This is an optimization exercise on Yosys and OpenROAD, whose aim is small area and a short achievable clock period, not a production implementation.
The RTL was checked by simulation tests, not by an equivalence proof against the original design.
Power is estimated from default activity; no workload was simulated.

===== design/flow/design.v =====
module dab_conv (
    input  wire         clk,
    input  wire         rst,
    input  wire         in_valid,
    input  wire         in_expand,    
    input  wire [511:0] in_data,      
    input  wire [2:0]   in_nbias,     
    input  wire [3:0]   in_exp,       
    input  wire [3:0]   in_sh,        
    output reg          out_valid,
    output reg  [511:0] out_data,     
    output reg  [3:0]   out_exp,      
    output reg          out_ovf       
);
    integer i, j, k, a;
    reg [14:7] big;
    reg [6:0]  nz;
    always @* begin
        big = 8'd0;
        for (k = 0; k < 32; k = k + 1)
            for (j = 7; j < 15; j = j + 1)
                big[j] = big[j] | (in_data[16*k+j] ^ in_data[16*k+15]);
        nz = 7'd0;
        for (k = 0; k < 32; k = k + 1)
            for (j = 0; j < 7; j = j + 1)
                nz[j] = nz[j] | (in_data[8*k+j] ^ in_data[8*k+7]);
    end
    reg         s1_valid;
    reg         s1_expand;
    reg [511:0] s1_data;
    reg [2:0]   s1_nbias;
    reg [3:0]   s1_exp;
    reg [3:0]   s1_sh;
    reg [14:7]  s1_big;
    reg [6:0]   s1_nz;
    always @(posedge clk) begin
        if (rst)
            s1_valid <= 1'b0;
        else
            s1_valid <= in_valid;
        s1_expand <= in_expand;
        s1_data   <= in_data;
        s1_nbias  <= in_nbias;
        s1_exp    <= in_exp;
        s1_sh     <= in_sh;
        s1_big    <= big;
        s1_nz     <= nz;
    end
    reg [8:1] th;
    reg [3:0] s1_e;
    always @* begin
        th[8] = s1_big[14];
        for (j = 7; j >= 1; j = j - 1)
            th[j] = th[j + 1] | s1_big[j + 6];
        s1_e[3] = th[8];
        s1_e[2] = th[4] & !th[8];
        s1_e[1] = (th[2] & !th[4]) | (th[6] & !th[8]);
        s1_e[0] = (th[1] & !th[2]) | (th[3] & !th[4]) | (th[5] & !th[6]) | (th[7] & !th[8]);
    end
    wire       pk = !s1_expand;
    wire [2:0] pb = {pk & (th[2] & !th[3] | th[5] & !th[6] | th[8]),
                     pk & (th[1] & !th[2] | th[4] & !th[5] | th[7] & !th[8]),
                     pk & (!th[1] | th[3] & !th[4] | th[6] & !th[7])};
    wire [2:0] pa = {pk & th[6], pk & th[3] & !th[6], pk & !th[3]};
    wire [4:0] s1_dp = {1'b1, s1_exp} - {1'b0, s1_sh};
    reg        s1_ovf;
    always @* begin
        s1_ovf = 1'b0;
        for (j = 0; j < 7; j = j + 1)
            s1_ovf = s1_ovf | (s1_nz[j] & (s1_dp >= 31 - j));
        s1_ovf = s1_ovf & s1_expand;
    end
    reg [3:0]  bsel;
    reg [7:0]  asel;
    reg [15:0] sg;      
    always @* begin
        for (j = 0; j < 4; j = j + 1)
            bsel[j] = s1_expand && (s1_dp[1:0] == j);
        for (j = 0; j < 8; j = j + 1)
            asel[j] = s1_expand && (s1_dp[4:2] == j);
        for (j = 0; j < 16; j = j + 1)
            sg[j] = s1_expand && (4 * s1_dp[4:2] < j + 6);
    end
    reg [511:0] res;
    reg [7:0]   m;
    reg [10:0]  z;
    reg [15:0]  x;
    reg [12:0]  zp;
    always @* begin
        res = 512'd0;
        for (k = 0; k < 32; k = k + 1) begin
            m = s1_data[8*k +: 8];
            for (j = 0; j < 11; j = j + 1) begin
                z[j] = 1'b0;
                for (i = 0; i < 4; i = i + 1)
                    if (j >= i)
                        z[j] = z[j] | (bsel[i] & m[(j - i > 7) ? 7 : (j - i)]);
            end
            for (j = 0; j < 16; j = j + 1) begin
                res[16*k+j] = m[7] & sg[j];
                for (a = 0; a < 8; a = a + 1)
                    if (j - 4 * (a - 4) >= 0 && j - 4 * (a - 4) <= 10)
                        res[16*k+j] = res[16*k+j] | (asel[a] & z[j - 4 * (a - 4)]);
            end
        end
        for (k = 0; k < 32; k = k + 1) begin
            x = s1_data[16*k +: 16];
            for (j = 0; j < 13; j = j + 1) begin
                zp[j] = 1'b0;
                for (i = 0; i < 3; i = i + 1)
                    zp[j] = zp[j] | (pb[i] & x[j + i]);
            end
            for (j = 0; j < 7; j = j + 1)
                for (i = 0; i < 3; i = i + 1)
                    res[8*k+j] = res[8*k+j] | (pa[i] & zp[j + 3*i]);
            res[8*k+7] = res[8*k+7] | (pk & x[15]);
        end
    end
    always @(posedge clk) begin
        if (rst)
            out_valid <= 1'b0;
        else
            out_valid <= s1_valid;
        out_data <= res;
        out_exp  <= s1_expand ? 4'd0 : s1_e + {1'b0, s1_nbias};
        out_ovf  <= s1_ovf;
    end
endmodule

===== design/flow/flow/run.sh =====
#!/bin/bash
# Standard ORFS layout (the standard.sh, standard synthesis) with changes
# to how the layout is made only:
#  - ports get buf_2 buffers instead of the default pick (a delay cell);
#  - flow/cts_args.txt sets the clock tree's sink clustering.
set -euo pipefail
MARGIN=$(cat flow/margin.txt)
CTS=$(cat flow/cts_args.txt)
bash standard.sh synth > synth.log 2>&1
bash standard.sh "BUFFER_PORTS_ARGS=-buffer_cell sky130_fd_sc_hd__buf_2" \
    "SETUP_SLACK_MARGIN=$MARGIN" "CTS_ARGS=$CTS" finish > layout.log 2>&1

===== design/flow/flow/cts_args.txt =====
-sink_clustering_enable -repair_clock_nets -dont_use_dummy_load

===== design/flow/flow/margin.txt =====
11.45

===== design/flow/standard.sh =====
#!/bin/bash
# synth_recipe.tcl (not shown) runs the flow's synth.tcl, then flattens the netlist and writes it again
# the make line also repeats each setting of config.mk as NAME=value (left out here)
make -C /OpenROAD-flow-scripts/flow DESIGN_CONFIG=/design/flow/config.mk WORK_HOME=/design/flow/orfs CLKGATE_MAP_FILE= SYNTH_SCRIPT=/design/flow/synth_recipe.tcl "${@:-finish}"

===== design/flow/config.mk =====
export PLATFORM = sky130hd
export DESIGN_NAME = dab_conv
export DESIGN_NICKNAME = dab_conv
export VERILOG_FILES = /design/flow/design.v
export SDC_FILE = /design/flow/constraint.sdc
export NUM_CORES = 4
export LEC_CHECK = 0
export CAP_MARGIN = 20
export CORE_MARGIN = 2
export CORE_UTILIZATION = 40
export PLACE_DENSITY = 0.5
export SLEW_MARGIN = 20

===== design/flow/constraint.sdc =====
create_clock -name core_clock -period 16.0 [get_ports {clk}]
set_input_delay 3.2000 -clock core_clock [delete_from_list [all_inputs] [get_ports {clk}]]
set_output_delay 3.2000 -clock core_clock [all_outputs]
set_load 0.01 [all_outputs]

==> results of run 1 <==
## cells in the mapped netlist, drive strengths merged (9+ instances only)
master,count,area share [%]
a22o,42,0.70
a31oi,41,0.49
nor2,420,3.0
nand2,722,5.2
a2111oi,21,0.36
o221ai,81,1.4
and3,23,0.27
clkbuf,318,2.3
inv,10,0.071
nor2b,116,1.4
and2,42,0.50
nand4,96,1.1
o2bb2ai,20,0.33
a211oi,122,1.7
or3,29,0.35
a221o,126,2.4
a21oi,390,3.8
nor4,30,0.37
a221oi,73,1.3
a21boi,9,0.13
a22oi,256,3.7
nand3,121,1.2
buf,320,3.1
nand2b,15,0.18
o31ai,11,0.16
a2bb2oi,12,0.20
o22ai,158,1.9
a32oi,44,0.73
mux2i,153,2.9
mux2,62,1.3
o21ai,163,1.6
o22a,28,0.47
o211ai,96,1.4
xnor2,371,6.2
a211o,30,0.50
nor3,54,0.54
dfxtp,1058,40
a222oi,258,4.9
## sequential cells by signal, indices dropped and copies added, names as in the netlist, 3 cells and up
register  flops
s1_nbias      3
s1_exp        4
s1_sh         4
s1_big        8
out_exp       4
s1_data     512
out_data    512
s1_nz         7
## power breakdown
part / total (mW) / internal (mW) / switching (mW)
sequential: 3.23 / 2.90 / 0.334
combinational: 2.08 / 0.625 / 1.45
clock: 2.27 / 1.21 / 1.05
## timing repair
action / in CTS / in global routing
setup endpoints to repair: 270 / 145
cloned: 0 / 0
pin swaps: 0 / 1
buffers inserted: 0 / 1
resized for setup: 85 / 23
hold buffers: 0 / 0
## per-stage QoR
stage | power (mW) | util, %
2_1_floorplan | 4.09 | -
3_3_place_gp | 5.17 | 45.0
3_5_place_dp | 5.17 | 45.0
4_1_cts | 7.39 | 47.3
5_1_grt | 7.66 | 47.4
6_report | 7.58 | 47.5
## how the worst min path moves through the flow
stage | start | end | slack [ns] | cells after the start
2_1_floorplan | s1_data[383] | out_data[191] | 0.41 | 2
4_1_cts | s1_data[479] | out_data[239] | 0.46 | 2
3_5_place_dp | s1_valid | out_valid | 0.45 | 1
3_3_place_gp | s1_valid | out_valid | 0.43 | 1
5_1_grt | s1_valid | out_valid | 0.47 | 1
6_report | s1_valid | out_valid | 0.45 | 1
## cells by family (layout without fill, tap and decap cells)
family | Yosys count | after routing | synth area share, %
and+or+nand+nor | 1688 | 1688 | 14.4
buffers and inverters | 648 | 1299 | 5.43
DFF | 1058 | 1058 | 40.3
xor gates and xnor gates | 374 | 374 | 6.26
other | 0 | 31 | 0
adders and majority gates | 9 | 9 | 0.243
AOI/OAI and AO/OA | 2028 | 2028 | 28.8
muxes | 221 | 221 | 4.50
## layer usage
layer	track usage, %	up-vias	routed length, um
met2	65.7	6466	133000
met5	2.14	-	783
li1	-	24100	-
met1	65.7	29900	137000
met3	30.3	1229	67600
met4	27.9	52	25900
## worst register-to-register path, cell delays in order (launching register included)
cell	delay (ns)
dfxtp_1	0.31
inv_1	0.09
ha_4	0.13
inv_1	0.05
fa_4	0.61
xor2_4	0.19
buf_4	0.44
o21ai_2	0.29
nor2_4	0.24
buf_6	0.43
nand2_4	0.37
buf_6	0.41
o21ai_0	0.96
## cell type report
| cell class | count | area [sq um] |
|---|---|---|
| fill | 12800 | 68300 |
| multi-input combinational | 4320 | 28900 |
| sequential | 1058 | 21300 |
| timing repair buffer | 1177 | 6450 |
| clock buffer | 112 | 2800 |
| tap | 1742 | 2180 |
| antenna | 31 | 77.6 |
| inverter | 10 | 42.5 |
==> summary.md, run 1 <==
| Metric | Value |
|---|---|
| Status | finished clean |
| LEAKAGE | 25.1 nW |
| Final min period | 4.73 ns |
| Drt first-iter violations | 14600 |
| Post-Syn Area | 52500 sq um |
| Post-synth EDFFs | 0 |
| Inst Count DP | 8304 |
| Cell variety after synth | 89 |
| Reg2reg path depth | 12 |
| Critical path class | reg2reg |
| Peak fanout along the critical path | 35 |
| Core box area | 130000 sq um |
| CTS root buf | clkbuf_16 |
| Antenna viol nets, final | 0 |
| Vias in the first global route | 55200 |
| Placed Area | 58500 sq um |
| Row cnt | 132 |
| Most common cell after layout, fill and taps aside | buf_2 |
| Critical Path RT | 16.53 ns |
| Max Cap Viol | 0 |
| Cell count after synthesis | 6026 |
| Crit path DAT | 5.26 ns |
| First-pass detailed-route iteration total | 17 |
| Synthesized flop and latch total | 1058 |
| Die Span Y | 366 um |
| P&R area growth vs syn | 17.5% |
| Total Routing Usage GR | 51.3% |
| Period Utilization, post-route | 29.6% |
| CTS Buf Count | 112 |
| CTS Sinks | 1058 |
| Worst slew pin tran | 1.31 ns |
| Cell class contributing the biggest share of worst-path delay | buffers and inverters |
| Final-report setup violation count | 0 |
| Initial antenna violation count | 51 |
| Crit path largest cell delay | 0.93 ns |
| Final hold violation count | 0 |
| Post-synth top flop | dfxtp_1 |
| Worst hold path type | reg2reg |
| Skew-Pair Late Insertion Delay | 0.76 ns |
| Clk buf depth | 3 |
| Final GP Congestion | 1.08 |
| WHS | 0.455 ns |
| Max-slew violation count | 0 |
| NumNets Final | 7215 |
| TritonCTS clock tree | yes |
| Commonest cells after routing, fill and taps aside | buf_2, dfxtp_1, nand2_1 |
| Total Neg Setup Slack | 0 ns |
| CP max stage cell | o21ai_0 |
| Syn avg cell area | 8.72 sq um |
| Pin count of the biggest net entering global routing | 173 |
| Initial Util | 40.4% |
| Ports | 1045 |
| DRC errors left | 0 |
| Layout cell share with drive strength beyond 1 | 22.7% |
| Worst setup EP type | flop |
| Worst IR Drop VDD | 0.0750 mV |
| WP buf/inv | 5 |
| H-tree Lvls | 3 |
| Port Buffers | 1044 |
| RR Startpoint | s1_exp[0] |
| Slew headroom | 12.2% |
| DP HPWL | 275000 um |
| Vias per cell | 7.30 |
| First-pass GRT wire length | 481000 um |
| Crit. Startpoint | s1_exp[0] |
| Critical path endpoint | out_data[231] |
| Final worst slack | 11.27 ns |
| Worst reg2reg path endpoint | out_data[231] |
| Post-Syn Nets | 6562 |
| Pwr/cell area | 123 nW/um^2 |
| Type of origin of the critical path | flop |
| Via count | 61700 |
| Die area | 134000 sq um |
| Fmax | 211 MHz |
| Non-Filler Instances | 8450 |
| Design area | 61700 sq um |
| RSZ-0062 raised after global routing | true |
| Worst path depth | 12 |
| Overall die width | 366 um |
| Crit path cell chain | inv_1 -> ha_4 -> inv_1 -> fa_4 -> xor2_4 -> buf_4 -> o21ai_2 -> nor2_4 -> buf_6 -> nand2_4 -> buf_6 -> o21ai_0 |
| Async SR Flop Fraction | 0% |
| Sequential area share after synthesis | 40.3% |
| Grt ovf | 0 |
| Clk slew on worst S/H paths | 0.07 ns |
| WL/cell | 43.2 um |
| Skew final | 0.0570 ns |
| Setup WS pre-CTS | 10.75 ns |
| Flop2flop setup slack | 11.27 ns |
| Synth warnings | 1 |
| Final wirelength | 365000 um |
==> run 2, diff against run 1 <==
==> design/flow/flow/cts_args.txt (replaced) <==
-sink_clustering_enable -repair_clock_nets -sink_clustering_size 25 -sink_clustering_max_diameter 60 -dont_use_dummy_load
--- a/design/flow/config.mk
+++ b/design/flow/config.mk
@@ -9,4 +9,4 @@
 export CORE_MARGIN = 2
-export CORE_UTILIZATION = 40
-export PLACE_DENSITY = 0.5
+export CORE_UTILIZATION = 36
+export PLACE_DENSITY = 0.42
 export SLEW_MARGIN = 20
==> run 2 against run 1 <==
Clock power decreased by 8%. Synthesized cell count stayed put. Area after synthesis did not move. Routed wire length rose by 2.2%. First-iteration DRC count decreased by 14%. Via count down 2.3%. Non-clock buffer count increased by 14. Largest power group unchanged. Combinational power about the same. Clock skew increased by 0.051 ns. Die area up 11%. Sequential cell count unchanged.
==> summary.md, run 2 <==
| Metric | Value |
|---|---|
| Status | finished clean |
| Crit path DAT | 5.19 ns |
| Type of origin of the critical path | flop |
| Total Neg Setup Slack | 0 ns |
| Sequential area share after synthesis | 40.3% |
| Worst hold path type | reg2reg |
| Syn avg cell area | 8.72 sq um |
| Initial Util | 36.2% |
| Worst slew pin tran | 1.31 ns |
| Leading area contributor after synthesis | dfxtp_1 |
| Total Routing Usage GR | 47.5% |
| Worst setup EP type | flop |
| CTS root buf | clkbuf_16 |
| Vias per cell | 6.99 |
| Synthesized flop and latch total | 1058 |
| CTS Sinks | 1058 |
| Mux cell area share after synthesis | 4.50% |
| Synth Area in XOR/XNOR | 6.26% |
| Async SR Flop Fraction | 0% |
| Most frequent cell after synthesis | dfxtp_1 |
| Drt first-iter violations | 12500 |
| Synth warnings | 1 |
| Post-Syn Nets | 6562 |
| Slew headroom | 12.4% |
| P&R area growth vs syn | 17.5% |
| Overall die width | 386 um |
| Ports | 1045 |
| Design area | 61700 sq um |
| Clk slew on worst S/H paths | 0.07 ns |
| Setup WS pre-CTS | 10.57 ns |
| DP HPWL | 283000 um |
| Final-report setup violation count | 0 |
| Critical Path RT | 16.57 ns |
| Fmax | 216 MHz |
| Pin count of the biggest net entering global routing | 169 |
| Port Buffers | 1044 |
| Die area | 149000 sq um |
| Crit. Startpoint | s1_big[12] |
| Skew final | 0.108 ns |
| Vias in the first global route | 53700 |
| Post-Syn Area | 52500 sq um |
| Max Cap Viol | 0 |
| Sequential cell area | 21300 sq um |
| Most common cell after layout, fill and taps aside | buf_2 |
| Commonest cells after routing, fill and taps aside | buf_2, dfxtp_1, nand2_1 |
| Largest family of logic cells by synthesized area | compound AO/OA/AOI/OAI gates |
| Final worst slack | 11.38 ns |
| Share of the synthesized area in the top cell type | 40.3% |
| H-tree Lvls | 3 |
| Post-synth EDFFs | 0 |
| Most frequent cells after synthesis | dfxtp_1, nand2_1, nor2_1 |
| Core box area | 145000 sq um |
| Final GP Congestion | 1.06 |
| RSZ-0062 raised after global routing | true |
| TritonCTS clock tree | yes |
| Peak fanout along the critical path | 72 |
| Cell variety after synth | 89 |
| CTS Buf Count | 98 |
| NumNets Final | 7216 |
| Worst IR Drop VDD | 0.0856 mV |
| Period Utilization, post-route | 28.9% |
| Via count | 60300 |
| Critical path class | reg2reg |
| Pwr/cell area | 120 nW/um^2 |
| Cell count after synthesis | 6026 |
| Grt ovf | 0 |
| WL/cell | 43.3 um |
| Final min period | 4.62 ns |
| Hold Crit Start | s1_valid |
| Regs by FF count | out_data x512, s1_data x512, s1_big x8 |
| Fillers | 14700 |
| Placed Area | 58800 sq um |
| Antenna viol nets, final | 0 |
| Die Span Y | 386 um |
| Multi-input gate area | 29000 sq um |
| Adder-cell share of the synthesized area | 0.243% |
| Final wirelength | 373000 um |
| LEAKAGE | 25.0 nW |
| First-pass GRT wire length | 485000 um |
| Clk buf depth | 3 |
| DRC errors left | 0 |
| Initial antenna violation count | 69 |
| Skew-Pair Late Insertion Delay | 0.77 ns |
| Complex-gate fraction of the synthesized area | 28.8% |
| Row cnt | 140 |
| First-pass detailed-route iteration total | 15 |
| Final hold violation count | 0 |
| Area contributors post-synth | dfxtp_1, xnor2_1, nand2_1, a222oi_1, a21oi_1 |
| Max-slew violation count | 0 |
| Post-synth top flop | dfxtp_1 |
| Layout cell share with drive strength beyond 1 | 22.5% |
| Post-synthesis simple-gate area fraction | 14.4% |
| RR Startpoint | s1_big[12] |
run 2: cell counts after synthesis:
No cell type changed its count.
run 2: final cells by class:
cell class                 instances  share of cell area, %
multi-input combinational       4321                   46.9
tap                             1917                   3.89
antenna                           25                  0.101
clock buffer                      98                   3.97
timing repair buffer            1191                   10.6
sequential                      1058                   34.5
inverter                          10                 0.0730
run 2: logic make-up after synthesis:
group                    after synthesis
flip-flops                          1058
buffers and inverters                648
multiplexers                         221
adder cells (fa/ha/maj)                9
AO/OA/AOI/OAI                       2028
AND/OR/NAND/NOR                     1688
XOR/XNOR                             374
run 2: worst paths after layout:
kind | slack [ns] | end | cells past startpoint
max reg2reg | 11.38 | out_data[134] | 9
min | 0.45 | out_valid | 1
max | 11.38 | out_data[134] | 9
min reg2reg | 0.45 | out_valid | 1
run 2: timing repair:
| action | 4_1_cts | 5_1_grt |
|---|---|---|
| cloned | 1 | 0 |
| hold endpoints to repair | 0 | 0 |
| endpoints found under the setup margin | 447 | 186 |
| pin swaps | 3 | 2 |
| resized for setup | 79 | 23 |
| buffers inserted | 3 | 4 |
| hold buffers | 0 | 0 |
run 2: worst max-delay path: stages, from the launching register on:
cell      delay (ns)
dfxtp_1         0.97
nor2_2          0.21
a221oi_4        0.39
nor2_4          0.05
buf_4           0.34
buf_4           0.47
a222oi_1        0.87
nor2_1          0.10
nor3_1          0.61
o221ai_1        0.35
run 2: power breakdown:
| group | leakage [nW] | internal [mW] | switching [mW] | total, mW |
|---|---|---|---|---|
| registers | 8.87 | 2.89 | 0.313 | 3.21 |
| logic | 14.9 | 0.629 | 1.48 | 2.11 |
| clock network | 1.21 | 1.07 | 1.02 | 2.09 |
run 2: metal layers:
| metal | global-route usage [%] | part of all wire (%) | wire length [um] | vias to the layer above |
|---|---|---|---|---|
| met5 | 0 | 0.092 | 345 | - |
| met4 | 24.6 | 6.2 | 23100 | 46 |
| met3 | 21.9 | 16 | 61200 | 921 |
| met2 | 61.1 | 37 | 139000 | 5645 |
| met1 | 64.8 | 40 | 149000 | 29600 |
| li1 | - | - | - | 24100 |
run 2: per-stage QoR:
stage          util, %  hold slack (ns)  std cells  power [mW]
3_3_place_gp      40.4            0.419       8479        5.21
2_1_floorplan        -            0.408       6026        4.09
5_1_grt           42.5            0.460       8597        7.51
6_report          42.5            0.448       8620        7.41
3_5_place_dp      40.5            0.432       8485        5.20
4_1_cts           42.4            0.449       8587        7.26
==> run 3, diff against run 2 <==
--- a/design/flow/design.v
+++ b/design/flow/design.v
@@ -27,2 +27,11 @@
     end
+    wire [4:0] dp = {1'b1, in_exp} - {1'b0, in_sh};
+    reg [3:0]  bsel;
+    reg [7:0]  asel;
+    always @* begin
+        for (j = 0; j < 4; j = j + 1)
+            bsel[j] = in_expand && (dp[1:0] == j);
+        for (j = 0; j < 8; j = j + 1)
+            asel[j] = in_expand && (dp[4:2] == j);
+    end
     reg         s1_valid;
@@ -31,4 +40,4 @@
     reg [2:0]   s1_nbias;
-    reg [3:0]   s1_exp;
-    reg [3:0]   s1_sh;
+    reg [3:0]   s1_bsel;
+    reg [7:0]   s1_asel;
     reg [14:7]  s1_big;
@@ -43,4 +52,4 @@
         s1_nbias  <= in_nbias;
-        s1_exp    <= in_exp;
-        s1_sh     <= in_sh;
+        s1_bsel   <= bsel;
+        s1_asel   <= asel;
         s1_big    <= big;
@@ -64,20 +73,24 @@
     wire [2:0] pa = {pk & th[6], pk & th[3] & !th[6], pk & !th[3]};
-    wire [4:0] s1_dp = {1'b1, s1_exp} - {1'b0, s1_sh};
+    reg [31:0] dge;     
     reg        s1_ovf;
     always @* begin
+        for (j = 0; j < 32; j = j + 1) begin
+            dge[j] = 1'b0;
+            for (a = 0; a < 8; a = a + 1)
+                for (i = 0; i < 4; i = i + 1)
+                    if (4 * a + i >= j)
+                        dge[j] = dge[j] | (s1_asel[a] & s1_bsel[i]);
+        end
         s1_ovf = 1'b0;
         for (j = 0; j < 7; j = j + 1)
-            s1_ovf = s1_ovf | (s1_nz[j] & (s1_dp >= 31 - j));
-        s1_ovf = s1_ovf & s1_expand;
+            s1_ovf = s1_ovf | (s1_nz[j] & dge[31 - j]);
     end
-    reg [3:0]  bsel;
-    reg [7:0]  asel;
     reg [15:0] sg;      
     always @* begin
-        for (j = 0; j < 4; j = j + 1)
-            bsel[j] = s1_expand && (s1_dp[1:0] == j);
-        for (j = 0; j < 8; j = j + 1)
-            asel[j] = s1_expand && (s1_dp[4:2] == j);
-        for (j = 0; j < 16; j = j + 1)
-            sg[j] = s1_expand && (4 * s1_dp[4:2] < j + 6);
+        for (j = 0; j < 16; j = j + 1) begin
+            sg[j] = 1'b0;
+            for (a = 0; a < 8; a = a + 1)
+                if (4 * a < j + 6)
+                    sg[j] = sg[j] | s1_asel[a];
+        end
     end
@@ -96,3 +109,3 @@
                     if (j >= i)
-                        z[j] = z[j] | (bsel[i] & m[(j - i > 7) ? 7 : (j - i)]);
+                        z[j] = z[j] | (s1_bsel[i] & m[(j - i > 7) ? 7 : (j - i)]);
             end
@@ -102,3 +115,3 @@
                     if (j - 4 * (a - 4) >= 0 && j - 4 * (a - 4) <= 10)
-                        res[16*k+j] = res[16*k+j] | (asel[a] & z[j - 4 * (a - 4)]);
+                        res[16*k+j] = res[16*k+j] | (s1_asel[a] & z[j - 4 * (a - 4)]);
             end
==> run 3 against run 2 <==
Maximum frequency is 0.27% higher. Setup slack improved by 0.012 ns. Count of clock-buffer cells in the layout is 7 higher. Global-route usage shrank 3.1 points. Cell count is 0.67% higher. Sequential cell count increased by 4. Via count increased by 0.60%. Synthesized cell count increased by 3.9%. Hold slack improved by 0.0018 ns. Sequential power grew 2%. Critical path depth shrank 4. Clock skew down 0.018 ns.
==> summary.md, run 3 <==
| Metric | Value |
|---|---|
| Crit. Startpoint | in_data[447] |
| Most frequent cell after synthesis | dfxtp_1 |
| Cell class contributing the biggest share of worst-path delay | simple AND/OR/NAND/NOR gates |
| Share of the synthesized area in the top cell type | 39.6% |
| Inst Count DP | 8562 |
| Post-Syn Nets | 6795 |
| Post-layout util | 42.1% |
| Layout cell share with drive strength beyond 1 | 19.9% |
| First-pass GRT wire length | 476000 um |
| CTS root buf | clkbuf_16 |
| Clock share of power | 29.5% |
| Pin count of the biggest net entering global routing | 195 |
| Overall die width | 390 um |
| Post-synth top flop | dfxtp_1 |
| DRC errors left | 0 |
| Non-Filler Instances | 8678 |
| First-pass detailed-route iteration total | 17 |
| Max Cap Viol | 0 |
| Final-report setup violation count | 0 |
| Regs by FF count | out_data x512, s1_data x512 |
| Max-slew violation count | 0 |
| Worst IR Drop VDD | 0.0817 mV |
| TritonCTS clock tree | yes |
| Cell count after synthesis | 6259 |
| NetSw | 2.67 mW |
| CTS Buf Count | 105 |
| Period Utilization, post-route | 28.8% |
| Syn avg cell area | 8.58 sq um |
| Hold_buf cts | 0 |
| Cell variety after synth | 48 |
| Async SR Flop Fraction | 0% |
| Leading area contributor after synthesis | dfxtp_1 |
| Most frequent cells after synthesis | dfxtp_1, nand2_1, clkbuf_1 |
| WP buf/inv | 1 |
| Drt first-iter violations | 12500 |
| Antenna viol nets, final | 0 |
| Crit path DAT | 5.15 ns |
| Placed Area | 59500 sq um |
| Worst hold path type | reg2reg |
| Sequential area share after synthesis | 39.6% |
| Initial Util | 36.3% |
| Type of origin of the critical path | input pin |
| Critical Path RT | 16.54 ns |
| Row cnt | 141 |
| Design area | 62200 sq um |
| P&R area growth vs syn | 15.9% |
| Grt ovf | 0 |
| Peak fanout along the critical path | 9 |
| Via count | 60600 |
| Synth warnings | 1 |
| CP max stage cell | nor4_1 |
| Final min period | 4.61 ns |
| Switching part of the total power | 36.3% |
| Pwr/cell area | 118 nW/um^2 |
| Critical path class | in2reg |
| Area contributors post-synth | dfxtp_1, a222oi_1, nand2_1, a22oi_1, xnor2_1 |
| Crit path largest cell delay | 0.64 ns |
| Skew-Pair Late Insertion Delay | 0.75 ns |
| Die area | 152000 sq um |
| Port Buffers | 1044 |
| Core box area | 148000 sq um |
| Slew headroom | 3.97% |
| WL/cell | 41.0 um |
| Final wirelength | 356000 um |
| Final hold violation count | 0 |
| Setup repair bufs after CTS | 0 |
| Skew final | 0.0892 ns |
| LEAKAGE | 26.0 nW |
| RR Startpoint | s1_big[14] |
| Post-Syn Area | 53700 sq um |
| Int Pwr | 4.68 mW |
| DP HPWL | 258000 um |
| Vias per cell | 6.99 |
| CTS Sinks | 1062 |
| Share of power burned in registers | 44.7% |
| H-tree Lvls | 3 |
| Clk buf depth | 3 |
| Vias in the first global route | 55300 |
| Fmax | 217 MHz |
| Clk slew on worst S/H paths | 0.07 ns |
| Initial antenna violation count | 43 |
| Worst setup EP type | flop |
| Total Neg Setup Slack | 0 ns |
| Final GP Congestion | 1.00 |
| Most common cell after layout, fill and taps aside | buf_2 |
| Crit path cell chain | buf_2 -> xnor2_1 -> nand4_1 -> nor4_1 -> nand2_1 |
| Synthesized flop and latch total | 1062 |
| NumNets Final | 7276 |
| Total Routing Usage GR | 44.4% |
| Status | finished clean |
| Die Span Y | 390 um |
| Resized cells post-CTS | 30 |
| Commonest cells after routing, fill and taps aside | buf_2, nand2_1, dfxtp_1 |
| RSZ-0062 raised after global routing | true |
| Worst slew pin tran | 1.44 ns |
| Ports | 1045 |
| Comb power frac | 25.8% |
| Hold Crit Start | s1_valid |
| Post-synth EDFFs | 0 |
[run 3: cell types whose count changed in the layout (fill, tap and decap cells not counted), sizes merged, moves of 110 or more]
| cell | change |
|---|---|
| nand2 | +320 |
| a21boi | +355 |
| nor2b | -110 |
| o2111ai | +197 |
| o21ai | +233 |
| nand3 | -116 |
| a22o | +133 |
| nor2 | -397 |
| a21oi | -383 |
| a22oi | +179 |
| mux2i | -153 |
| a222oi | +193 |
| a211oi | -122 |
[run 3: area by class of cell]
| cell class | instances | area, sq um |
|---|---|---|
| well taps | 1930 | 2410 |
| multi-input cells | 4304 | 29300 |
| flip-flops and latches | 1062 | 21300 |
| clock buffers | 105 | 2630 |
| repair buffers | 1148 | 6120 |
| inverters | 119 | 454 |
| diodes | 10 | 25.0 |
| fillers | 14900 | 85600 |
[run 3: power groups by stage]
stage | combinational [mW] | sequential, mW | clock [mW]
2_1_floorplan | 0.829 | 3.22 | 0
6_report | 1.89 | 3.29 | 2.17
3_3_place_gp | 1.82 | 3.31 | 0
3_5_place_dp | 1.82 | 3.31 | 0
5_1_grt | 1.94 | 3.28 | 2.28
4_1_cts | 1.83 | 3.26 | 2.19
[run 3: per-stage QoR]
step	hold slack (ns)	power (mW)	worst slack, ns
4_1_cts	0.452	7.28	11.45
3_3_place_gp	0.424	5.13	10.31
6_report	0.450	7.35	11.39
3_5_place_dp	0.446	5.13	10.55
2_1_floorplan	0.414	4.05	11.67
5_1_grt	0.481	7.50	11.44
[run 3: final timing paths]
check                                     end  slack [ns]  cells past startpoint
worst max-delay path               s1_big[14]       11.39                      5
worst min-delay path                out_valid        0.45                      1
worst max register to register  out_data[138]       11.44                      8
worst min register to register      out_valid        0.45                      1
[run 3: metal layers]
layer	track usage, %	up-vias	wire length [um]	part of all wire [%]
li1	-	24900	-	-
met3	9.80	1111	37400	10
met4	35.8	24	35600	10
met1	54.7	29600	132000	37
met2	66.5	4998	151000	42
met5	0.128	-	153	0.043
[run 3: cell families after synthesis]
logic type	after synthesis	synth area share [%]
buffers and inverters	893	6.40
flip-flops	1062	39.6
AO/OA/AOI/OAI	2488	35.7
AND/OR/NAND/NOR	1434	12.0
XOR/XNOR	373	6.09
adder cells (fa/ha/maj)	9	0.238
==> run 4, diff against run 3 <==
==> design/flow/flow/cts_args.txt (replaced) <==
-sink_clustering_enable -repair_clock_nets -sink_clustering_size 30 -sink_clustering_max_diameter 70 -dont_use_dummy_load
--- a/design/flow/config.mk
+++ b/design/flow/config.mk
@@ -9,4 +9,4 @@
 export CORE_MARGIN = 2
-export CORE_UTILIZATION = 36
-export PLACE_DENSITY = 0.42
+export CORE_UTILIZATION = 40
+export PLACE_DENSITY = 0.48
 export SLEW_MARGIN = 20
==> run 4 against run 3 <==
Sequential share of layout area rose by 0.49 points. Total power shrank 4.6%. Clock skew up 0.0074 ns. Register-to-register slack got worse by 0.04 ns. First-iteration DRC count rose by 13%. Area after synthesis unchanged. Design area fell by 1.4%. Sequential cell count is the same. Core utilization rose by 4.0 points. Critical path type is now reg2reg.
==> summary.md, run 4 <==
| Metric | Value |
|---|---|
| Status | finished clean |
| TritonCTS clock tree | yes |
| CTS root buf | clkbuf_16 |
| Most common cell after layout, fill and taps aside | buf_2 |
| Slew headroom | 14.7% |
| Switching part of the total power | 37.1% |
| Peak fanout along the critical path | 50 |
| CTS Sinks | 1062 |
| Clk slew on worst S/H paths | 0.11 ns |
| Non-Filler Instances | 8491 |
| H-tree Lvls | 3 |
| Crit path cell chain | nor3_4 -> nand3_4 -> nand2_4 -> buf_4 -> a222oi_1 -> o2111ai_1 |
| Post-Syn Nets | 6795 |
| Vias per cell | 7.23 |
| DRC errors left | 0 |
| Cell count after synthesis | 6259 |
| Antenna viol nets, final | 0 |
| Cell variety after synth | 48 |
| Post-synth top flop | dfxtp_1 |
| Final wirelength | 346000 um |
| Critical Path RT | 16.60 ns |
| Async SR Flop Fraction | 0% |
| Most frequent cell after synthesis | dfxtp_1 |
| Int Pwr | 4.41 mW |
| Worst slew pin tran | 1.28 ns |
| Final min period | 4.60 ns |
| CTS Buf Count | 79 |
| Regs by FF count | out_data x512, s1_data x512 |
| Post-layout util | 46.1% |
| Pin count of the biggest net entering global routing | 180 |
| Crit path largest cell delay | 0.91 ns |
| Total Routing Usage GR | 47.7% |
| Final hold violation count | 0 |
| Post-Syn Area | 53700 sq um |
| Skew final | 0.0967 ns |
| Critical path class | reg2reg |
| Layout cell share with drive strength beyond 1 | 19.6% |
| Commonest cells after routing, fill and taps aside | buf_2, nand2_1, dfxtp_1 |
| Die Span Y | 370 um |
| Final-report setup violation count | 0 |
| Drt first-iter violations | 14100 |
| Area contributors post-synth | dfxtp_1, a222oi_1, nand2_1, a22oi_1, xnor2_1 |
| Vias in the first global route | 54700 |
| First-pass detailed-route iteration total | 13 |
| Die area | 137000 sq um |
| P&R area growth vs syn | 14.4% |
| Fmax | 217 MHz |
| Syn avg cell area | 8.58 sq um |
| Clk buf depth | 3 |
| Setup repair bufs after CTS | 0 |
| Type of origin of the critical path | flop |
| Period Utilization, post-route | 28.8% |
| Ports | 1045 |
| Port Buffers | 1044 |
| Max-slew violation count | 0 |
| NumNets Final | 7245 |
| Cell class contributing the biggest share of worst-path delay | simple AND/OR/NAND/NOR gates |
| Row cnt | 134 |
| Final GP Congestion | 1.04 |
| WP buf/inv | 1 |
| Worst IR Drop VDD | 0.0804 mV |
| Synth warnings | 1 |
| First-pass GRT wire length | 463000 um |
| Synthesized flop and latch total | 1062 |
| Clock share of power | 26.3% |
| Most frequent cells after synthesis | dfxtp_1, nand2_1, clkbuf_1 |
| Comb power frac | 26.5% |
| WL/cell | 40.7 um |
| Sequential area share after synthesis | 39.6% |
| Hold_buf cts | 0 |
| Total Neg Setup Slack | 0 ns |
| Core box area | 133000 sq um |
| RSZ-0062 raised after global routing | false |
| Skew-Pair Late Insertion Delay | 0.75 ns |
| Post-synth EDFFs | 0 |
| WHS | 0.454 ns |
| Crit path DAT | 5.21 ns |
| Worst setup EP type | flop |
| Worst hold path type | reg2reg |
| DP HPWL | 246000 um |
| Initial antenna violation count | 28 |
| Max Cap Viol | 0 |
| Initial Util | 40.3% |
| LEAKAGE | 25.6 nW |
| Leading area contributor after synthesis | dfxtp_1 |
| Inst Count DP | 8395 |
| Pwr/cell area | 114 nW/um^2 |
| Via count | 61400 |
| CP max stage cell | nor3_4 |
| NetSw | 2.60 mW |
| Overall die width | 370 um |
| Grt ovf | 0 |
| Share of power burned in registers | 47.2% |
| Share of the synthesized area in the top cell type | 39.6% |
-- run 4: cells by family (layout without fill, tap and decap cells) --
| family | count (synthesis) | after routing | synth area share [%] |
|---|---|---|---|
| DFF | 1062 | 1062 | 39.6 |
| buffers and inverters | 893 | 1340 | 6.40 |
| other | 0 | 16 | 0 |
| and+or+nand+nor | 1434 | 1435 | 12.0 |
| adders and majority gates | 9 | 9 | 0.238 |
| xor gates and xnor gates | 373 | 373 | 6.09 |
| AOI/OAI and AO/OA | 2488 | 2488 | 35.7 |
-- run 4: power by group through the flow --
| stage | clock [mW] | sequential [mW] | combinational, mW |
|---|---|---|---|
| after detailed placement | 0 | 3.33 | 1.77 |
| after floorplan | 0 | 3.22 | 0.829 |
| after CTS | 1.85 | 3.28 | 1.77 |
| after global placement | 0 | 3.33 | 1.77 |
| after global routing | 1.94 | 3.30 | 1.90 |
| final | 1.84 | 3.31 | 1.86 |
-- run 4: repair_timing --
action                                  4_1_cts  5_1_grt
pin swaps                                     0        1
gates resized for setup                      35       11
endpoints found under the setup margin       25      126
gates cloned                                  0        1
-- run 4: worst reg2reg max path, stage by stage (launching register included) --
cell and delay, ns:
dfxtp_1 0.48, nor3_4 0.92, nand3_4 0.78, nand2_4 0.79
buf_4 0.78, a222oi_1 0.33, o2111ai_1 0.40
-- run 4: metrics by stage --
stage | area (sq um) | setup slack (ns) | power, mW
floorplan | 53700 | 11.67 | 4.05
global placement | 59100 | 9.97 | 5.10
detailed placement | 59200 | 10.18 | 5.10
CTS | 61300 | 11.37 | 6.90
global route | 61300 | 11.46 | 7.13
finish | 61400 | 11.40 | 7.01
-- run 4: worst paths after layout --
path,slack [ns],from,endpoint,cells after the start
setup / recovery,11.40,s1_big[11],out_data[187],6
hold / removal,0.45,s1_valid,out_valid,1
setup reg to reg,11.40,s1_big[11],out_data[187],6
hold reg to reg,0.45,s1_valid,out_valid,1
-- run 4: routing by layer --
layer | track usage [%] | vias to the layer above | part of all wire (%)
li1 | - | 24800 | -
met1 | 58.9 | 29700 | 36
met2 | 69.6 | 5598 | 41
met3 | 13.8 | 1231 | 12
met4 | 36.7 | 22 | 10
met5 | 0.0699 | - | 0.045
-- run 4: final cells by class --
class / count / area (sq um)
fillers: 13300 / 71900
multi-input cells: 4305 / 29300
flip-flops and latches: 1062 / 21400
repair buffers: 1142 / 6020
well taps: 1768 / 2210
clock buffers: 79 / 1980
inverters: 119 / 454
diodes: 16 / 40.0

==> what the ideal ports hide <==
The results above use ideal ports. As a check the final layouts listed here were re-extracted and re-timed, cells and wires unchanged. Step 1 (the two cells are an assumption about what drives the block):
set clk [get_ports {clk}]
set_driving_cell -lib_cell sky130_fd_sc_hd__clkbuf_16 $clk
set_driving_cell -lib_cell sky130_fd_sc_hd__buf_2 [delete_from_list [all_inputs] $clk]
Step 2 times the ports against the registers' clock, not the clock port: input delays grow and output delays shrink by t, the midpoint of the rising clock arrivals with the driver on. Three values: ideal, step 1, step 2; two values: the first two.
run	shift t [ns]	setup WS [ns]	worst hold slack (ns)	worst setup path at the end	worst slew at a driven data input, ns
run 1	0.830	11.267 / 11.267 / 10.767	0.455 / 0.455 / 0.455	input to register	0.27
run 2	0.810	11.378 / 11.342 / 10.689	0.448 / 0.448 / 0.448	input to register	0.14
run 3	0.796	11.390 / 11.367 / 10.652	0.450 / 0.450 / 0.450	input to register	0.14
run 4	0.791	11.395 / 11.337 / 10.688	0.454 / 0.454 / 0.454	input to register	0.08
After both steps every run listed still meets setup and hold. For run 3, which loses most, drivers alone change the setup slack by -0.023 ns; drivers and shift together by -0.738 ns.
